This design comes from an exercise in tuning for small area, a short achievable clock period and few clock cycles per item on the open sky130 flow, not from production work. In this exercise RTL edits were held to simulation tests only and were not proved equivalent to the original.

==> flow/design.v (outline; a module is shown in full before it is edited, if it fits) <==
// module cellstep_coef: 269 lines
// module cellstep_div: 66 lines
// module cellstep_div_steps: 29 lines
// module cellstep: 4096 lines
module cellstep (
    input  wire        clk,
    input  wire        rst,
    input  wire        in_valid,
    output wire        in_ready,
    input  wire        rec_valid,
    input  wire        rec_pend,
    input  wire        rec_out,
    input  wire        hold,
    input  wire [31:0] dcur,
    input  wire [31:0] dstep,
    input  wire [31:0] gcur,
    input  wire [31:0] gstep,
    input  wire [15:0] nrem,
    input  wire [15:0] plen,
    input  wire [31:0] td,
    input  wire [31:0] tg,
    input  wire [31:0] x_m1,      
    input  wire [31:0] x_0,       
    input  wire [31:0] x_p1,      
    input  wire [31:0] x_p2,      
    output wire        out_valid,
    input  wire        out_ready,
    output wire        o_valid,
    output wire        o_pend,
    output wire [31:0] o_dcur,
    output wire [31:0] o_dstep,
    output wire [31:0] o_gcur,
    output wire [31:0] o_gstep,
    output wire [15:0] o_nrem,
    output wire [47:0] contrib
);
  // ...
==> flow/flow/run.sh <==
#!/bin/bash
# The standard layout (standard.sh, unchanged synthesis and steps),
# with the port buffers that buffer_ports inserts made plain buf_1 cells
# instead of the delay buffer it picks by default.
set -euo pipefail
bash standard.sh "BUFFER_PORTS_ARGS=-buffer_cell sky130_fd_sc_hd__buf_1" finish > flow_standard.log 2>&1
==> flow/standard.sh <==
#!/bin/bash
# synth_recipe.tcl (not shown) runs the flow's synth.tcl, then flattens the netlist and writes it again
# the make line also repeats each setting of config.mk as NAME=value (left out here)
make -C /OpenROAD-flow-scripts/flow DESIGN_CONFIG=/design/flow/config.mk WORK_HOME=/design/flow/orfs CLKGATE_MAP_FILE= SYNTH_SCRIPT=/design/flow/synth_recipe.tcl "${@:-finish}"
==> flow/config.mk <==
export PLATFORM = sky130hd
export DESIGN_NAME = cellstep
export DESIGN_NICKNAME = cellstep
export VERILOG_FILES = /design/flow/design.v
export SDC_FILE = /design/flow/constraint.sdc
export NUM_CORES = 4
export LEC_CHECK = 0
export ABC_CLOCK_PERIOD_IN_PS = 4000
export CAP_MARGIN = 20
export CORE_MARGIN = 2
export CORE_UTILIZATION = 40
export SETUP_SLACK_MARGIN = 5
export SLEW_MARGIN = 20
export SYNTH_MEMORY_MAX_BITS = 32768
==> flow/constraint.sdc <==
create_clock -name core_clock -period 12.0 [get_ports {clk}]
set_input_delay 2.4000 -clock core_clock [delete_from_list [all_inputs] [get_ports {clk}]]
set_output_delay 2.4000 -clock core_clock [all_outputs]
set_load 0.01 [all_outputs]
==> notes.md, run 1 <==
worst stage delay on the critical path=0.56 ns; Skew-Pair Late Insertion Delay=0.93 ns; growth of design area from synthesis to finish=12.5%; number of H-tree branching levels=4; total routing resource utilization after global routing=30.5%; width of the chip=~580 um; Setup Total Neg Slack=0 ns; compound-gate portion of the synthesized area=18.0%; sequential standard cell area=39000 um^2; minimum setup slack after placement=2.24 ns; post_cts resized=between 200 and 300; number of vias per cell=6.08; status=finished clean; post-synthesis share of cell area spent on xor and xnor gates=11.6%; Die H=581 um; weighted congestion reported at the end of routability-driven placement=between 1 and 1.5; Cells on Worst Hold Path=0; number of sequential storage elements=~1300; Biggest Area Class=multi-input combinational cells; multi-input gate share of total cell area=between 50% and 60%; Clock buffer cells=182; final cell count without fillers=18400; buffer and inverter count on the worst path=10; first-pass GRT wire length=760 mm; timing startpoint of the critical path=t1b1[2]$_DFFE_PP_; maximum number of pins on one net before global-route repair=155; total gr overflow=0; count of inverters not on the clock network in the layout=1215; clock tree root driver cell=clkbuf_16; max_cap viols=0; drt initial violations=14800; number of buffers inserted by port buffering=555; initial antenna violation count=100; count of TritonRoute iterations in the first routing pass=9; total length of routed met3 wires=65.6 mm; period utilization=between 60% and 70%; commonest cells after routing, fill and taps aside=1271 x edfxtp_1, 1169 x inv_1, 1109 x fa_1; number of flip-flops under the largest register name=64; sum of routed wire length over all layers=533 mm; fraction of the core area covered by cells at the end of the flow=45.3%; via count of the first global-routing pass=108000; Core Footprint=approximately 330000 um^2
Testbench counts, summed over its fixed seeds: cycles 6,030, items 4,800.
==> module cellstep_div, before the edit <==
module cellstep_div (
    input  wire        clk,
    input  wire        rst,
    input  wire        start,
    input  wire        consume,
    input  wire [31:0] adiv,      
    input  wire [31:0] gdiv,      
    input  wire [11:0] rdiv,      
    input  wire [11:0] rgdiv,
    input  wire [2:0]  c,         
    input  wire [15:0] n,
    input  wire [17:0] n3,        
    output wire        idle,
    output reg         done,
    output wire [31:0] qd,
    output wire [31:0] qg
);
    reg        busy;
    reg [2:0]  cnt;
    reg [31:0] ad, ag;
    reg [15:0] rd, rg;
    reg [15:0] nr;
    reg [17:0] n3r;
    wire [31:0] a_d = start ? adiv : ad;
    wire [31:0] a_g = start ? gdiv : ag;
    wire [15:0] r_d = start ? {4'd0, rdiv} : rd;
    wire [15:0] r_g = start ? {4'd0, rgdiv} : rg;
    wire [15:0] nn  = start ? n : nr;
    wire [17:0] nn3 = start ? n3 : n3r;
    wire [31:0] a_d2, a_g2;
    wire [15:0] r_d2, r_g2;
    cellstep_div_steps u_sd (.a(a_d), .r(r_d), .n(nn), .n3(nn3), .a_o(a_d2), .r_o(r_d2));
    cellstep_div_steps u_sg (.a(a_g), .r(r_g), .n(nn), .n3(nn3), .a_o(a_g2), .r_o(r_g2));
    always @(posedge clk) begin
        if (rst) begin
            busy <= 1'b0;
            done <= 1'b0;
        end else if (start) begin
            busy <= 1'b1;
        end else if (busy) begin
            if (cnt == 3'd1) begin
                busy <= 1'b0;
                done <= 1'b1;
            end
        end else if (consume) begin
            done <= 1'b0;
        end
        if (start)
            cnt <= c - 3'd1;
        else if (busy)
            cnt <= cnt - 3'd1;
        if (start || busy) begin
            ad <= a_d2;
            ag <= a_g2;
            rd <= r_d2;
            rg <= r_g2;
        end
        if (start) begin
            nr  <= n;
            n3r <= n3;
        end
    end
    assign idle = ~busy & ~done;
    assign qd = ad;
    assign qg = ag;
endmodule
==> inputs of run 2 (changes only) <==
--- a/flow/design.v
+++ b/flow/design.v
@@ -277,17 +277,20 @@
     input  wire [11:0] rdiv,      
     input  wire [11:0] rgdiv,
     input  wire [2:0]  c,         
     input  wire [15:0] n,
     input  wire [17:0] n3,        
     output wire        idle,
     output reg         done,
     output wire [31:0] qd,
-    output wire [31:0] qg
+    output wire [31:0] qg,
+    output wire [15:0] remd,      
+    output wire [15:0] remg,
+    output wire [15:0] nout
 );
     reg        busy;
     reg [2:0]  cnt;
     reg [31:0] ad, ag;
     reg [15:0] rd, rg;
     reg [15:0] nr;
     reg [17:0] n3r;
     wire [31:0] a_d = start ? adiv : ad;
@@ -327,16 +330,19 @@
         if (start) begin
             nr  <= n;
             n3r <= n3;
         end
     end
     assign idle = ~busy & ~done;
     assign qd = ad;
     assign qg = ag;
+    assign remd = rd;
+    assign remg = rg;
+    assign nout = nr;
 endmodule
 module cellstep_div_steps (
     input  wire [31:0] a,
     input  wire [15:0] r,
     input  wire [15:0] n,
     input  wire [17:0] n3,
     output wire [31:0] a_o,
     output wire [15:0] r_o
@@ -411,23 +417,21 @@
     wire div_start = v0 & pd0 & ~st0 & div_idle;
     wire rdy_a = ~v0 | (ok0 & (~v1 | ~v2 | (ok2 & ~vo)));
     wire rdy_b = v0 & ok0 & v1 & v2 & ok2 & vo;
     assign in_ready  = rdy_a | (rdy_b & out_ready);
     assign out_valid = vo;
     wire [15:0] in_n  = rec_out ? OUT_RAMP : plen;
     wire [17:0] in_n3 = {2'b00, in_n} + {1'b0, in_n, 1'b0};
     wire [32:0] in_dd1 = {1'b0, td} - {1'b0, dcur};
-    wire [31:0] in_dd2 = dcur - td;
     wire        in_dneg = in_dd1[32];
-    wire [31:0] in_dabs = in_dneg ? in_dd2 : in_dd1[31:0];
+    wire [31:0] in_dabs = in_dd1[31:0] ^ {32{in_dneg}};
     wire [32:0] in_gd1 = {tg[31], tg} - {gcur[31], gcur};
-    wire [32:0] in_gd2 = {gcur[31], gcur} - {tg[31], tg};
     wire        in_gneg = in_gd1[32];
-    wire [31:0] in_gabs = in_gneg ? in_gd2[31:0] : in_gd1[31:0];
+    wire [31:0] in_gabs = in_gd1[31:0] ^ {32{in_gneg}};
     wire        in_n12 = (in_n[15:12] != 4'd0);
     wire        in_n8  = (in_n[15:8] != 8'd0);
     wire [2:0]  in_c   = in_n12 ? 3'd5 : in_n8 ? 3'd6 : 3'd7;
     wire [31:0] in_da  = in_n12 ? {in_dabs[19:0], 12'd0} : in_n8 ? {in_dabs[23:0], 8'd0} : {in_dabs[27:0], 4'd0};
     wire [31:0] in_ga  = in_n12 ? {in_gabs[19:0], 12'd0} : in_n8 ? {in_gabs[23:0], 8'd0} : {in_gabs[27:0], 4'd0};
     wire [11:0] in_dr  = in_n12 ? in_dabs[31:20] : in_n8 ? {4'd0, in_dabs[31:24]} : {8'd0, in_dabs[31:28]};
     wire [11:0] in_gr  = in_n12 ? in_gabs[31:20] : in_n8 ? {4'd0, in_gabs[31:24]} : {8'd0, in_gabs[31:28]};
     wire        in_k0 = (dcur[31:20] == 12'd0);
@@ -4414,42 +4418,54 @@
             gcur2   <= gcur1;
             gstep2  <= gstep1;
             onrem2  <= onrem1;
             t2a2    <= t2a;
             t2b2    <= t2b;
         end
     end
     wire [31:0] qd, qg;
+    wire [15:0] rem_d, rem_g, div_n;
     cellstep_div u_div (
         .clk(clk), .rst(rst),
         .start(div_start), .consume(mv2 & pd2),
         .adiv(dabs0), .gdiv(gabs0), .rdiv(dr0), .rgdiv(gr0), .c(c0),
         .n(n0), .n3(n3_0),
-        .idle(div_idle), .done(div_done), .qd(qd), .qg(qg));
+        .idle(div_idle), .done(div_done), .qd(qd), .qg(qg),
+        .remd(rem_d), .remg(rem_g), .nout(div_n));
     wire [63:0] prod2 = t2a2 + t2b2;
-    wire [31:0] qds   = dneg2 ? 32'd0 - qd : qd;
-    wire [31:0] ds2   = pd2 ? (zd2 ? 32'd0 : qds) : dstep2;
-    wire [31:0] gs2   = pd2 ? (gneg2 ? 32'd0 - qg : qg) : gstep2;
+    wire        dfix  = dneg2 & (rem_d == div_n - 16'd1);
+    wire        gfix  = gneg2 & (rem_g == div_n - 16'd1);
+    wire [31:0] dqx   = qd ^ {32{dneg2}};
+    wire [31:0] gqx   = qg ^ {32{gneg2}};
+    wire        dci   = dneg2 & ~dfix;
+    wire        gci   = gneg2 & ~gfix;
+    wire        dadd  = step2 & ~zd2;
+    wire [31:0] ds2   = pd2 ? (zd2 ? 32'd0 : dqx + {31'd0, dci}) : dstep2;
+    wire [31:0] gs2   = pd2 ? gqx + {31'd0, gci} : gstep2;
+    wire [31:0] dadn  = pd2 ? ({32{dadd}} & dqx) : ({32{step2}} & dstep2);
+    wire [31:0] gadn  = pd2 ? ({32{step2}} & gqx) : ({32{step2}} & gstep2);
+    wire        dcin  = pd2 & dadd & dci;
+    wire        gcin  = pd2 & step2 & gci;
     reg        r_valid, r_pend;
     reg [31:0] r_dcur, r_dstep, r_gcur, r_gstep;
     reg [15:0] r_nrem;
     reg [47:0] r_contrib;
     always @(posedge clk) begin
         if (rst)
             vo <= 1'b0;
         else if (ld_out)
             vo <= mv2;
         if (ld_out) begin
             r_valid   <= ovalid2;
             r_pend    <= opend2;
             r_dstep   <= ds2;
             r_gstep   <= gs2;
-            r_dcur    <= dcur2 + (step2 ? ds2 : 32'd0);
-            r_gcur    <= gcur2 + (step2 ? gs2 : 32'd0);
+            r_dcur    <= dcur2 + dadn + {31'd0, dcin};
+            r_gcur    <= gcur2 + gadn + {31'd0, gcin};
             r_nrem    <= onrem2;
             r_contrib <= {{12{prod2[63]}}, prod2[63:28]};
         end
     end
     assign o_valid = r_valid;
     assign o_pend  = r_pend;
     assign o_dcur  = r_dcur;
     assign o_dstep = r_dstep;
==> flow/run.sh (new file) <==
#!/bin/bash
# synth_recipe.tcl (not shown) runs the flow's synth.tcl, then flattens the netlist and writes it again
# the make line also repeats each setting of config.mk as NAME=value (left out here)
make -C /OpenROAD-flow-scripts/flow DESIGN_CONFIG=/design/flow/config.mk WORK_HOME=/design/flow/orfs CLKGATE_MAP_FILE= SYNTH_SCRIPT=/design/flow/synth_recipe.tcl finish
removed: flow/flow/run.sh
removed: flow/standard.sh
==> notes.md, run 2 <==
Final Critical Period=about 7.1 ns; Setup Total Neg Slack=0 ns (unchanged); number of synthesized flops with an enable pin=1271; Crit. End Element=flip-flop; leading register cell type out of synthesis=edfxtp_1; critical setup path kind=primary input to flip-flop; total gr overflow=0 (unchanged); required time of the worst setup path=12.59 ns; Row Count=211; Syn. warnings=4; number of flip-flops under the largest register name=64 (unchanged); Fmax achieved=140 MHz; number of vias per cell=6.04 (-0.66%); synthesized cell area=133000 um^2; share of the synthesized area in the top cell type=28.8%; total clock buffers created by CTS=159; clock tree root driver cell=clkbuf_16; largest register by flop count=t2a2; most area-hungry cell type in the Yosys netlist=edfxtp_1; Largest regs=t2a2 (64), t2b2 (63); RSZ-0062 raised after global routing=true; initial antenna violation count=24 (-76%); number of endpoints failing setup at the final stage=0; critical path's slowest cell=a21oi_1; initial core utilization=approximately 40%; width of the chip=580 um (-0.19%); sequential standard cell area=39000 um^2 (about the same); Core Footprint=330000 um^2 (-0.16%); number of hold violations in the final report=0; routed via count=between 100k and 150k; growth of design area from synthesis to finish=15.0%; cell-by-cell listing of the critical path=clkdlybuf4s50_1 -> clkinv_1 -> buf_4 -> ha_1 -> nand2_1 -> nand2_1 -> nor2_1 -> a21o_1 -> a211oi_1 -> a21oi_1 -> o221ai_1 -> a21oi_1 -> inv_1 -> a31o_2; final std cell area, no fill=about 150000 um^2; post-synthesis average cell area=9.85 um^2; period utilization=59.5% (-2.6 points); CP max FO=15; Slew Limit Fails=0; async set-or-reset flop fraction in the synthesized netlist=0%; via count of the first global-routing pass=106000 (-1.6%); Tightest Hold Check Type=flip-flop to flip-flop; layout cell share with drive strength beyond 1=9.17%; number of inserted filler cells in the final layout=31000; area taken by multi-input logic gates=between 80000 and 90000 um^2; drt initial violations=13800 (-7.1%); number of buffers inserted by port buffering=555 (unchanged); worst stage delay on the critical path=0.71 ns (+0.15 ns); number of H-tree branching levels=4 (unchanged); TritonCTS clock tree=yes; Skew-Pair Late Insertion Delay=0.90 ns (-0.03 ns); area of the die=336000 um^2; max_cap viols=0 (unchanged); cells taking the most area after synthesis=edfxtp_1 29%, fa_1 18%, xor2_1 6.9%; total I/O pin count=556; area of placed instances=between 100000 and 150000 um^2; count of TritonRoute iterations in the first routing pass=10 (+1); cell count after synthesis=13500; Total Nets Final=15900; startpoint class of the critical path=primary input; status=finished clean; distinct cell type count of the synthesized netlist=115; Die H=580 um (-0.19%); sink count of the clock tree=1312; number of nets with antenna violations after detailed routing=0; CTS Buffer Depth=4; post-synthesis sequential area ratio=between 20% and 30%; first-pass GRT wire length=737 mm (-3.1%); total half-perimeter wirelength after legalization and detailed placement=about 360 mm; transition time at the pin with the least slew margin=1.27 ns; cell types with the highest counts after synthesis=1271 x edfxtp_1, 1174 x fa_1, 1081 x inv_1; worst path arrival time=roughly 7.7 ns; Avg WL per Cell=28.1 um; total routing resource utilization after global routing=29.2% (-1.2 points); Clock Pin Slew Worst Setup and Hold Paths=0.06 ns; worst-case clock skew=0.102 ns; most numerous cell in the Yosys netlist=edfxtp_1; commonest cells after routing, fill and taps aside=1271 x edfxtp_1, 1145 x fa_1, 1059 x inv_1; number of register bits inferred by synthesis=1312; maximum number of pins on one net before global-route repair=175 (+13%); count of hold buffers inserted by post-cts repair=0; commonest non-fill, non-tap cell in the layout=edfxtp_1; Slew HR=12.9%; sum of routed wire length over all layers=511 mm (-4.1%); weighted congestion reported at the end of routability-driven placement=1.02 (-1.1%); DRC violations left=0
==> run 2: cell types whose count changed after synthesis, sizes merged, moves of 29 or more <==
cell / before / now
nor3: 181 / 149
o22ai: 497 / 533
ha: 735 / 678
inv: 1206 / 1088
o21ai: 633 / 662
and2: 206 / 142
a22oi: 771 / 724
nand2b: 100 / 157
a21o: 228 / 153
xor2: 1091 / 1051
xnor2: 666 / 868
==> run 2: path summary, 6_finish.rpt <==
path	cells after the start	end	startpoint	slack [ns]
setup / recovery	14	b0two1[3]$_DFFE_PP_	dcur[12]	4.85
hold / removal	0	gstep2[23]$_DFFE_PP_	gstep1[23]$_DFFE_PP_	0.36
setup reg to reg	24	t2a2[37]$_DFFE_PP_	t1b1[12]$_DFFE_PP_	5.02
hold reg to reg	0	gstep2[23]$_DFFE_PP_	gstep1[23]$_DFFE_PP_	0.36
==> run 2: kinds of logic after synthesis <==
family | count (synthesis) | share of synthesized area [%]
AOI/OAI and AO/OA | 3530 | 17.5
and+or+nand+nor | 2577 | 8.96
buffers and inverters | 2104 | 6.06
xor gates and xnor gates | 1919 | 12.7
adders and majority gates | 1852 | 24.1
DFF | 1312 | 29.4
muxes | 164 | 1.31
other | 1 | 0.00283
==> run 2: per-layer routing <==
metal | part of all wire (%) | vias up | GRT usage, %
met5 | 0.062 | - | 0
met4 | 5.6 | 22 | 13.9
met3 | 12 | 1384 | 9.06
met2 | 42 | 6977 | 42.4
met1 | 40 | 53700 | 39.6
li1 | - | 47600 | -
==> run 2: final cells by class <==
type | instances | share of cell area [%]
flip-flops and latches | 1312 | 25.6
repair buffers | 1044 | 6.76
inverters | 1097 | 2.72
clock buffers | 185 | 2.73
well taps | 4366 | 3.58
multi-input cells | 10100 | 57.8
diodes | 12 | 0.0197
clock inverters | 103 | 0.772
repair inverters | 2 | 0.00656
==> run 2: metrics by stage <==
step | instances | utilization [%] | hold slack, ns | setup WS, ns
2_1_floorplan | 13500 | - | 0.400 | 1.10
3_3_place_gp | 17700 | 43.1 | 0.400 | 2.48
3_5_place_dp | 17700 | 43.1 | 0.405 | 2.52
4_1_cts | 18100 | 45.4 | 0.337 | 4.95
5_1_grt | 18200 | 46.2 | 0.353 | 4.75
6_report | 18200 | 46.2 | 0.363 | 4.85
==> run 2: what timing repair did <==
item                                    in CTS  in global routing
pin swaps                                   84                203
gates cloned                                26                 13
endpoints found under the setup margin     161                 99
gates resized for setup                    243                305
setup buffers                               78                 85
hold endpoints to repair                     0                  0
==> run 2: critical path: cells and delay by family <==
kind	cells	cell delay (ns)
and+or+nand+nor	3	1.58
AOI/OAI and AO/OA	6	1.65
buffers and inverters	4	1.61
adders and majority gates	1	0.46
Testbench counts of run 2, summed over its fixed seeds: cycles 6,030, items 4,800.
==> inputs of run 3 (changes only) <==
==> flow/flow/run.sh (new file) <==
#!/bin/bash
# The standard layout (standard.sh, unchanged synthesis and steps),
# with the port buffers that buffer_ports inserts made plain buf_1 cells
# instead of the delay buffer it picks by default.
set -euo pipefail
bash standard.sh "BUFFER_PORTS_ARGS=-buffer_cell sky130_fd_sc_hd__buf_1" finish > flow_standard.log 2>&1
==> flow/standard.sh (new file) <==
#!/bin/bash
# synth_recipe.tcl (not shown) runs the flow's synth.tcl, then flattens the netlist and writes it again
# the make line also repeats each setting of config.mk as NAME=value (left out here)
make -C /OpenROAD-flow-scripts/flow DESIGN_CONFIG=/design/flow/config.mk WORK_HOME=/design/flow/orfs CLKGATE_MAP_FILE= SYNTH_SCRIPT=/design/flow/synth_recipe.tcl "${@:-finish}"
--- a/flow/config.mk
+++ b/flow/config.mk
@@ -10,4 +10,5 @@
 export CORE_MARGIN = 2
 export CORE_UTILIZATION = 40
+export CTS_CLUSTER_SIZE = 24
 export SETUP_SLACK_MARGIN = 5
 export SLEW_MARGIN = 20
removed: flow/run.sh
==> notes.md, run 3 <==
cell-by-cell listing of the critical path=ha_4 -> a211oi_2 -> and3_4 -> nand3_2 -> and4_4 -> o211ai_4 -> a21oi_4 -> or4b_4 -> a41oi_4 -> o21bai_4 -> xnor2_4 -> buf_12 -> buf_12 -> o22ai_2 -> xor2_1 -> fa_1 -> fa_1 -> fa_1 -> fa_1 -> inv_1 -> fa_2 -> fa_2; total routing resource utilization after global routing=29.0% (-0.22 points); max_cap viols=0 (unchanged); commonest cells after routing, fill and taps aside=1271 x edfxtp_1, 1155 x fa_1, 1065 x inv_1; drt initial violations=13700 (-0.73%); total half-perimeter wirelength after legalization and detailed placement=360 mm (about the same); DRC violations left=0 (unchanged); startpoint class of the critical path=flip-flop; fraction of the core area covered by cells at the end of the flow=44.9% (-1.3 points); Syn. warnings=4 (unchanged); cell types with the highest counts after synthesis=1271 x edfxtp_1, 1174 x fa_1, 1081 x inv_1; Fmax achieved=143 MHz (+2.4%); initial core utilization=40.2% (unchanged); distinct cell type count of the synthesized netlist=115 (unchanged); critical setup path kind=flip-flop to flip-flop; number of flip-flops under the largest register name=64 (unchanged); first-pass GRT wire length=732 mm (-0.73%); largest register by flop count=t2a2; required time of the worst setup path=12.56 ns (-0.03 ns); leading register cell type out of synthesis=edfxtp_1; Total Nets Final=15900 (-0.11%); sequential standard cell area=39000 um^2 (about the same); launch point of the worst hold path=dneg1$_DFFE_PP_; async set-or-reset flop fraction in the synthesized netlist=0% (unchanged); Slew Limit Fails=0 (unchanged); commonest non-fill, non-tap cell in the layout=edfxtp_1; Row Count=211 (unchanged); area taken by multi-input logic gates=87600 um^2 (-0.68%); area of the die=336000 um^2 (unchanged); sink count of the clock tree=1312 (unchanged); Largest regs=t2a2 (64), t2b2 (63); final std cell area, no fill=148000 um^2 (-2.7%); CTS Buffer Depth=4 (unchanged); cell count after synthesis=13500 (unchanged); Slew HR=17.1% (+4.2 points); maximum number of pins on one net before global-route repair=158 (-9.7%); final cell count without fillers=18200 (-0.094%); count of TritonRoute iterations in the first routing pass=9 (-1); Skew-Pair Late Insertion Delay=0.90 ns (about the same); most area-hungry cell type in the Yosys netlist=edfxtp_1; RSZ-0062 raised after global routing=true; weighted congestion reported at the end of routability-driven placement=1.03 (+0.81%); capture point of the worst reg-to-reg path=t2a2[36]$_DFFE_PP_; status=finished clean; Avg WL per Cell=28.0 um (-0.56%); Setup Total Neg Slack=0 ns (unchanged); Tightest Hold Check Type=flip-flop to flip-flop; number of synthesized flops with an enable pin=1271 (unchanged); number of H-tree branching levels=4 (unchanged); post-synthesis sequential area ratio=29.4% (unchanged); width of the chip=580 um (unchanged); cell type with the highest occurrence count on the critical path=fa_1; worst-case hold path end point=dneg2$_DFFE_PP_; via count of the first global-routing pass=105000 (-0.72%); Routed met1 length=205 mm (-0.99%); total length of routed met3 wires=62.1 mm (-0.42%); Cells on Worst Hold Path=0 (unchanged); worst-case clock skew=0.0745 ns (-0.0272 ns); routed via count=110000 (-0.028%); area of placed instances=139000 um^2 (-2.4%); count of hold buffers inserted by post-cts repair=0 (unchanged); transition time at the pin with the least slew margin=1.24 ns (-0.0299 ns); number of nets with antenna violations after detailed routing=0 (unchanged); number of register bits inferred by synthesis=1312 (unchanged); worst path arrival time=7.54 ns (-0.19 ns); clock tree root driver cell=clkbuf_16; TritonCTS clock tree=yes; DR top layer=met5; cells taking the most area after synthesis=edfxtp_1 29%, fa_1 18%, xor2_1 6.9%; worst stage delay on the critical path=0.57 ns (-0.14 ns); Clock Pin Slew Worst Setup and Hold Paths=0.06 ns (about the same); number of vias per cell=6.04 (about the same); growth of design area from synthesis to finish=11.9%; synthesized cell area=133000 um^2 (unchanged); number of placed instances, taps included=17700 (+0.034%); critical path's slowest cell=fa_2; final worst slack=5.02 ns (+0.168 ns); number of inserted filler cells in the final layout=31400 (+1.5%); Crit. End Element=flip-flop; detailed route wirelength on metal2=213 mm (+0.11%); Core Footprint=330000 um^2 (unchanged); number of endpoints failing setup at the final stage=0 (unchanged); total I/O pin count=556 (unchanged); total gr overflow=0 (unchanged); number of buffers inserted by port buffering=555 (unchanged); Final Critical Period=6.98 ns (-0.168 ns); Die H=580 um (unchanged); share of the synthesized area in the top cell type=28.8% (unchanged); CP max FO=5 (-10); initial antenna violation count=34 (+42%); minimum setup slack after placement=2.44 ns (-0.0734 ns); period utilization=58.1% (-1.4 points); sum of routed wire length over all layers=508 mm (-0.65%); most numerous cell in the Yosys netlist=edfxtp_1; beginning of the worst register-to-register path=t1a1[12]$_DFFE_PP_; layout cell share with drive strength beyond 1=8.58% (-0.59 points); worst-case reg-to-reg path depth=22 (-8.3%); number of hold violations in the final report=0 (unchanged); post-synthesis average cell area=9.85 um^2 (unchanged); total clock buffers created by CTS=161 (+1.3%)
## run 3: cell counts after synthesis
Identical to the previous run, type by type.
## run 3: cell type report
cell class | count | area share [%]
diodes | 15 | 0.0253
clock buffers | 185 | 2.83
clock inverters | 103 | 0.890
inverters | 1097 | 2.79
multi-input cells | 10100 | 59.0
flip-flops and latches | 1312 | 26.3
well taps | 4366 | 3.68
repair buffers | 1028 | 4.46
repair inverters | 1 | 0.00337
## run 3: how the worst max path moves through the flow
| stage | start | endpoint | cells after the start |
|---|---|---|---|
| 2_1_floorplan | out_ready | dcur2[0]$_DFFE_PP_ | 4 |
| 3_3_place_gp | pd0$_DFFE_PP_ | u_div.rg[14]$_DFFE_PP_ | 30 |
| 3_5_place_dp | pd0$_DFFE_PP_ | u_div.rg[14]$_DFFE_PP_ | 30 |
| 4_1_cts | t1a1[2]$_DFFE_PP_ | t2a2[30]$_DFFE_PP_ | 25 |
| 5_1_grt | t1a1[10]$_DFFE_PP_ | t2a2[29]$_DFFE_PP_ | 24 |
| 6_report | t1a1[12]$_DFFE_PP_ | t2a2[36]$_DFFE_PP_ | 22 |
## run 3: what timing repair did
action,in CTS,in global routing
setup buffers,61,83
gates cloned,15,15
endpoints found under the setup margin,92,77
pin swaps,60,158
gates resized for setup,183,246
## run 3: logic make-up after synthesis
| logic type | synth area share [%] |
|---|---|
| buffers and inverters | 6.06 |
| DFF | 29.4 |
| xor gates and xnor gates | 12.7 |
| muxes | 1.31 |
| other | 0.00283 |
| AOI/OAI and AO/OA | 17.5 |
| adders and majority gates | 24.1 |
| and+or+nand+nor | 8.96 |
## run 3: stage by stage
stage	hold WS, ns
6_report	0.371
5_1_grt	0.371
4_1_cts	0.370
3_5_place_dp	0.405
3_3_place_gp	0.401
2_1_floorplan	0.400
## run 3: routing by layer
layer	GRT usage (%)	vias to the layer above
met3	9.18	1380
li1	-	47600
met2	42.2	6730
met1	39.0	54000
met4	13.6	26
met5	0	-
## run 3: critical path, delay by kind of cell, from the launching register on
| family | cells | cell delay (ns) |
|---|---|---|
| compound gates | 6 | 1.04 |
| flops | 1 | 0.41 |
| simple gates | 4 | 1.13 |
| xor+xnor | 2 | 0.36 |
| fa+ha+maj | 7 | 3.43 |
| buf+inv | 3 | 0.34 |
==> inputs of run 4 (changes only) <==
--- a/flow/config.mk
+++ b/flow/config.mk
@@ -9,5 +9,5 @@
 export CAP_MARGIN = 20
 export CORE_MARGIN = 2
-export CORE_UTILIZATION = 40
+export CORE_UTILIZATION = 50
 export CTS_CLUSTER_SIZE = 24
 export SETUP_SLACK_MARGIN = 5
==> notes.md, run 4 <==
status=finished clean; Slew Limit Fails=0 (unchanged); number of buffers inserted by port buffering=555 (unchanged); worst path arrival time=7.52 ns (-0.02 ns); post-synthesis sequential area ratio=29.4% (unchanged); Avg WL per Cell=30.0 um (+7.4%); number of hold violations in the final report=0 (unchanged); period utilization=57.9% (-0.21 points); most area-hungry cell type in the Yosys netlist=edfxtp_1; Setup Total Neg Slack=0 ns (unchanged); sequential standard cell area=39000 um^2 (unchanged); weighted congestion reported at the end of routability-driven placement=0.979 (-4.5%); area taken by multi-input logic gates=87700 um^2 (+0.15%); number of synthesized flops with an enable pin=1271 (unchanged); number of vias per cell=6.45 (+6.7%); Fmax achieved=144 MHz (+0.37%); number of H-tree branching levels=4 (unchanged); Core Footprint=264000 um^2 (-20%); Final Critical Period=6.95 ns (-0.0255 ns); most numerous cell in the Yosys netlist=edfxtp_1; total half-perimeter wirelength after legalization and detailed placement=373 mm (+3.6%); CP max FO=9 (+4); commonest non-fill, non-tap cell in the layout=edfxtp_1; Total Nets Final=15900 (+0.057%); area of the die=269000 um^2 (-20%); cell count after synthesis=13500 (unchanged); worst stage delay on the critical path=0.56 ns (about the same); Cells on Worst Hold Path=0 (unchanged); Largest regs=t2a2 (64), t2b2 (63); cell types with the highest counts after synthesis=1271 x edfxtp_1, 1174 x fa_1, 1081 x inv_1; transition time at the pin with the least slew margin=1.30 ns (+0.0513 ns); launch point of the worst hold path=dcur0[31]$_DFFE_PP_; drt initial violations=14800 (+8.2%); largest register by flop count=t2a2; worst-case clock skew=0.0737 ns (-0.000793 ns); number of nets with antenna violations after detailed routing=0 (unchanged); distinct cell type count of the synthesized netlist=115 (unchanged); total clock buffers created by CTS=155 (-3.7%); startpoint class of the critical path=flip-flop; synthesized cell area=133000 um^2 (unchanged); width of the chip=519 um (-10%); layout cell share with drive strength beyond 1=8.61% (+0.027 points); commonest cells after routing, fill and taps aside=1271 x edfxtp_1, 1153 x fa_1, 1062 x inv_1; Syn. warnings=4 (unchanged); max_cap viols=0 (unchanged); sink count of the clock tree=1312 (unchanged); Slew HR=12.7% (-4.3 points); Skew-Pair Late Insertion Delay=0.87 ns (-0.03 ns); Crit. End Element=flip-flop; total routing resource utilization after global routing=37.4% (+8.4 points); growth of design area from synthesis to finish=10.9%; timing startpoint of the critical path=t1b1[12]$_DFFE_PP_; cells taking the most area after synthesis=edfxtp_1 29%, fa_1 18%, xor2_1 6.9%; sum of routed wire length over all layers=521 mm (+2.5%); Die H=519 um (-10%); beginning of the worst register-to-register path=t1b1[12]$_DFFE_PP_; count of TritonRoute iterations in the first routing pass=9 (unchanged); number of register bits inferred by synthesis=1312 (unchanged); maximum number of pins on one net before global-route repair=131 (-17%); CTS Buffer Depth=4 (unchanged); post-synthesis average cell area=9.85 um^2 (unchanged); Tightest Hold Check Type=flip-flop to flip-flop; DRC violations left=0 (unchanged); async set-or-reset flop fraction in the synthesized netlist=0% (unchanged); share of the synthesized area in the top cell type=28.8% (unchanged); critical setup path kind=flip-flop to flip-flop; worst-case reg-to-reg path depth=24 (+9.1%); via count of the first global-routing pass=110000 (+4.5%); number of endpoints failing setup at the final stage=0 (unchanged); final cell count without fillers=17300 (-4.5%); number of inserted filler cells in the final layout=23500 (-25%); number of flip-flops under the largest register name=64 (unchanged); clock tree root driver cell=clkbuf_16; total I/O pin count=556 (unchanged); leading register cell type out of synthesis=edfxtp_1; Row Count=189 (-10%); initial antenna violation count=34 (unchanged); number of placed instances, taps included=16900 (-4.5%); initial core utilization=50.2% (+10 points); TritonCTS clock tree=yes; cell-by-cell listing of the critical path=ha_4 -> a211oi_2 -> and3_4 -> nand3_4 -> and4_4 -> o211ai_4 -> a21oi_4 -> or4b_4 -> a41oi_4 -> buf_6 -> buf_6 -> xnor2_4 -> buf_12 -> buf_12 -> o22ai_1 -> xnor2_1 -> fa_1 -> inv_2 -> fa_1 -> fa_2 -> fa_1 -> inv_1 -> fa_1 -> fa_1; required time of the worst setup path=12.57 ns (about the same); cell type with the highest occurrence count on the critical path=fa_1; critical path's slowest cell=or4b_4; RSZ-0062 raised after global routing=true; Clock Pin Slew Worst Setup and Hold Paths=0.06 ns (about the same); total gr overflow=0 (unchanged); routed via count=112000 (+1.9%); first-pass GRT wire length=753 mm (+3.0%)
run 4: cell counts after synthesis:
No cell type changed its count.
run 4: path summary, 6_finish.rpt:
kind,end,slack (ns)
hold / removal,dcur1[31]$_DFFE_PP_,0.38
setup reg to reg,t2a2[37]$_DFFE_PP_,5.05
hold reg to reg,dcur1[31]$_DFFE_PP_,0.38
setup / recovery,t2a2[37]$_DFFE_PP_,5.05
run 4: final cells by class:
cell class	count	share of cell area, %
clock buffer	178	2.73
tap	3533	3.00
timing repair buffer	1042	4.55
multi-input combinational	10100	59.6
inverter	1097	2.81
sequential	1312	26.5
antenna	24	0.0408
clock inverter	99	0.720
run 4: kinds of logic after synthesis:
family	after synthesis	share of synthesized area (%)
flip-flops	1312	29.4
AO/OA/AOI/OAI	3530	17.5
XOR/XNOR	1919	12.7
multiplexers	164	1.31
adder cells (fa/ha/maj)	1852	24.1
buffers and inverters	2104	6.06
other	1	0.00283
AND/OR/NAND/NOR	2577	8.96
run 4: layer usage:
| layer | track usage, % | routed length (um) | vias to the layer above |
|---|---|---|---|
| li1 | - | - | 47600 |
| met1 | 49.8 | 204000 | 55100 |
| met2 | 56.9 | 227000 | 7539 |
| met3 | 10.5 | 61600 | 1512 |
| met4 | 16.5 | 28100 | 18 |
| met5 | 0 | 139 | - |
run 4: worst max-delay path: cells and delay by family (launching register included):
family | cells | cell delay (ns)
AO/OA/AOI/OAI | 5 | 0.87
adder cells (fa/ha/maj) | 7 | 3.28
AND/OR/NAND/NOR | 4 | 1.12
buffers and inverters | 6 | 0.66
flip-flops | 1 | 0.41
XOR/XNOR | 2 | 0.30
run 4: what timing repair did:
item | 4_1_cts | 5_1_grt
setup endpoints to repair | 96 | 82
cloned | 17 | 13
pin swaps | 82 | 157
hold buffers | 0 | 0
setup buffers | 61 | 69
resized for setup | 226 | 218
run 4: per-stage QoR:
step                      setup WS (ns)  hold slack, ns  utilization (%)  area (um^2)
after floorplan                    1.10           0.400                -       133000
after global placement             2.66           0.401             52.2       138000
after detailed placement           2.67           0.405             52.3       138000
after CTS                          4.91           0.383             54.9       145000
after global routing               4.89           0.390             55.6       147000
final                              5.05           0.378             55.6       147000
==> inputs of run 5 (changes only) <==
==> flow/flow/run.sh (replaced) <==
#!/bin/bash
# The standard layout (standard.sh, unchanged synthesis and steps),
# with the port buffers that buffer_ports inserts made plain buf_1 cells
# instead of the delay buffer it picks by default, and timing repair
# aiming a little further below the clock period (SETUP_SLACK_MARGIN).
set -euo pipefail
bash standard.sh "BUFFER_PORTS_ARGS=-buffer_cell sky130_fd_sc_hd__buf_1" SETUP_SLACK_MARGIN=5.6 finish > flow_standard.log 2>&1
--- a/flow/config.mk
+++ b/flow/config.mk
@@ -9,5 +9,5 @@
 export CAP_MARGIN = 20
 export CORE_MARGIN = 2
-export CORE_UTILIZATION = 50
+export CORE_UTILIZATION = 40
 export CTS_CLUSTER_SIZE = 24
 export SETUP_SLACK_MARGIN = 5
==> notes.md, run 5 <==
status=finished clean; startpoint class of the critical path=flip-flop; width of the chip=580 um (+12%); growth of design area from synthesis to finish=14.7%; commonest cells after routing, fill and taps aside=1271 x edfxtp_1, 1089 x fa_1, 1034 x inv_1; Slew Limit Fails=0 (unchanged); CP max FO=6 (-3); distinct cell type count of the synthesized netlist=115 (unchanged); Row Count=211 (+12%); async set-or-reset flop fraction in the synthesized netlist=0% (unchanged); total I/O pin count=556 (unchanged); Final Critical Period=6.95 ns (-0.000500 ns); largest register by flop count=t2a2; transition time at the pin with the least slew margin=1.29 ns (-0.00263 ns); CTS Buffer Depth=4 (unchanged); commonest non-fill, non-tap cell in the layout=edfxtp_1; initial antenna violation count=34 (unchanged); post-synthesis average cell area=9.85 um^2 (unchanged); Skew-Pair Late Insertion Delay=0.90 ns (+0.03 ns); met2 track demand over resource=42.9% (-14 points); maximum number of pins on one net before global-route repair=158 (+21%); Cells on Worst Hold Path=0 (unchanged); Core Footprint=330000 um^2 (+25%); number of buffers inserted by port buffering=555 (unchanged); number of flip-flops under the largest register name=64 (unchanged); count of TritonRoute iterations in the first routing pass=12 (+3); layout cell share with drive strength beyond 1=11.8% (+3.2 points); RSZ-0062 raised after global routing=true; cell-by-cell listing of the critical path=ha_4 -> a211oi_2 -> and3_4 -> a21oi_4 -> and4_4 -> o211ai_4 -> a21oi_4 -> or4b_4 -> a41oi_4 -> buf_6 -> xnor2_4 -> buf_12 -> buf_12 -> o22ai_4 -> xnor2_2 -> fa_2 -> fa_1 -> fa_1 -> fa_1 -> inv_2 -> fa_2 -> fa_2; Clock Pin Slew Worst Setup and Hold Paths=0.06 ns (about the same); most area-hungry cell type in the Yosys netlist=edfxtp_1; Syn. warnings=4 (unchanged); launch point of the worst hold path=dneg1$_DFFE_PP_; Die H=580 um (+12%); weighted congestion reported at the end of routability-driven placement=1.03 (+4.7%); first-pass GRT wire length=743 mm (-1.4%); total clock buffers created by CTS=161 (+3.9%); sink count of the clock tree=1312 (unchanged); cell types with the highest counts after synthesis=1271 x edfxtp_1, 1174 x fa_1, 1081 x inv_1; Tightest Hold Check Type=flip-flop to flip-flop; DRC violations left=0 (unchanged); max_cap viols=0 (unchanged); number of hold violations in the final report=0 (unchanged); number of nets with antenna violations after detailed routing=0 (unchanged); critical setup path kind=flip-flop to flip-flop; final worst slack=5.05 ns (+0.000500 ns); worst stage delay on the critical path=0.60 ns (+0.04 ns); total gr overflow=0 (unchanged); gr busiest metal=met2; via count of the first global-routing pass=107000 (-3.2%); number of synthesized flops with an enable pin=1271 (unchanged); Largest regs=t2a2 (64), t2b2 (63); share of the synthesized area in the top cell type=28.8% (unchanged); area of the die=336000 um^2 (+25%); most numerous cell in the Yosys netlist=edfxtp_1; capture point of the worst reg-to-reg path=t2a2[36]$_DFFE_PP_; met3 track demand over resource=9.52% (-1.0 points); initial core utilization=40.2% (-10 points); number of register bits inferred by synthesis=1312 (unchanged); post-synthesis sequential area ratio=29.4% (unchanged); routed via count=111000 (-0.94%); required time of the worst setup path=12.56 ns (about the same); minimum setup slack after placement=2.44 ns (-0.223 ns); leading register cell type out of synthesis=edfxtp_1; worst-case reg-to-reg path depth=22 (-8.3%); cell count after synthesis=13500 (unchanged); Crit. End Element=flip-flop; number of vias per cell=6.04 (-6.3%); Slew HR=13.5% (+0.78 points); worst-case hold path end point=dneg2$_DFFE_PP_; total half-perimeter wirelength after legalization and detailed placement=360 mm (-3.5%); number of endpoints failing setup at the final stage=0 (unchanged); critical path's slowest cell=fa_2; cells taking the most area after synthesis=edfxtp_1 29%, fa_1 18%, xor2_1 6.9%; total routing resource utilization after global routing=29.5% (-7.9 points); Total Nets Final=16000 (+1.0%); drt initial violations=14100 (-4.6%); final std cell area, no fill=152000 um^2 (+3.4%); period utilization=57.9% (about the same); worst path arrival time=7.51 ns (about the same); beginning of the worst register-to-register path=t1a1[12]$_DFFE_PP_; synthesized cell area=133000 um^2 (unchanged); Fmax achieved=144 MHz (about the same); TritonCTS clock tree=yes; clock tree root driver cell=clkbuf_16; sum of routed wire length over all layers=515 mm (-1.1%); area of placed instances=139000 um^2 (+0.63%); Avg WL per Cell=28.1 um (-6.4%); Setup Total Neg Slack=0 ns (unchanged); GRT met1 Usage=39.6% (-10 points); worst-case clock skew=0.0795 ns (+0.00585 ns); number of H-tree branching levels=4 (unchanged)
==> run 5: worst max-delay path by stage <==
stage                                        end               start
final                         t2a2[36]$_DFFE_PP_  t1a1[12]$_DFFE_PP_
after CTS                     t2a2[35]$_DFFE_PP_   t1b1[2]$_DFFE_PP_
after floorplan               dcur2[0]$_DFFE_PP_           out_ready
after detailed placement  u_div.rg[14]$_DFFE_PP_       pd0$_DFFE_PP_
after global routing          t2a2[30]$_DFFE_PP_  t1a1[12]$_DFFE_PP_
after global placement    u_div.rg[14]$_DFFE_PP_       pd0$_DFFE_PP_
==> run 5: critical path: cells and delay by family, from the launching register on <==
kind	cells	cell delay, ns
adders and majority gates	7	3.44
and+or+nand+nor	3	1.04
AOI/OAI and AO/OA	6	0.92
buffers and inverters	4	0.53
DFF	1	0.42
xor gates and xnor gates	2	0.32
==> run 5: layer usage <==
| metal | wire length (um) | part of all wire [%] |
|---|---|---|
| met1 | 205000 | 40 |
| met2 | 216000 | 42 |
| met5 | 152 | 0.030 |
| met4 | 29400 | 5.7 |
| met3 | 65000 | 13 |
==> run 5: cell type report <==
type	instances	area, um^2
diodes	13	32.5
clock buffers	185	4190
clock inverters	103	1320
fillers	31000	178000
inverters	1097	4140
multi-input cells	10100	89400
flip-flops and latches	1312	39000
well taps	4366	5460
repair buffers	1200	8590
repair inverters	1	5.00
==> run 5: repair_timing <==
item	in CTS	in global routing
resized for setup	580	318
hold buffers	0	0
cloned	33	9
pin swaps	318	260
setup buffers	198	110
endpoints found under the setup margin	264	162
==> run 5: kinds of logic after synthesis <==
kind of cell             after synthesis  share of synthesized area, %
AO/OA/AOI/OAI                       3530                          17.5
XOR/XNOR                            1919                          12.7
AND/OR/NAND/NOR                     2577                          8.96
multiplexers                         164                          1.31
flip-flops                          1312                          29.4
buffers and inverters               2104                          6.06
other                                  1                       0.00283
adder cells (fa/ha/maj)             1852                          24.1
==> run 5: stage by stage <==
stage	hold WS, ns	utilization (%)	instances
after floorplan	0.400	-	13500
after global placement	0.401	42.1	17700
after detailed placement	0.405	42.1	17700
after CTS	0.370	45.3	18200
after global routing	0.373	46.1	18300
final	0.375	46.1	18300

-- separate check: timing with driven ports --
The flow's constraints put no driver on any port. The routed layouts listed below were extracted and timed again, unchanged, in two steps. Step 1 sets driving cells, clkbuf_16 on the clock port and buf_2 on the other inputs (assumed; they add their load-dependent delay and slew). Step 2 also shifts input and output timing later by t, the mid clock arrival at the registers, as if the neighbouring blocks saw the same clock. a / b / c = ideal ports / drivers / drivers and shift; a / b = the first two.
run	shift t [ns]	setup WS [ns]	latest minus earliest clock arrival (ns)
run 1	0.986	4.537 / 4.537 / 4.078	0.089 / 0.089
run 2	0.944	4.855 / 4.890 / 3.946	0.106 / 0.106
run 3	0.957	5.023 / 5.023 / 4.175	0.086 / 0.086
run 4	0.954	5.048 / 5.048 / 4.264	0.086 / 0.086
run 5	0.955	5.049 / 5.049 / 4.527	0.090 / 0.089
After both steps every run listed still meets setup and hold. For run 2, which loses most, drivers alone change the setup slack by +0.035 ns; drivers and shift together by -0.909 ns.
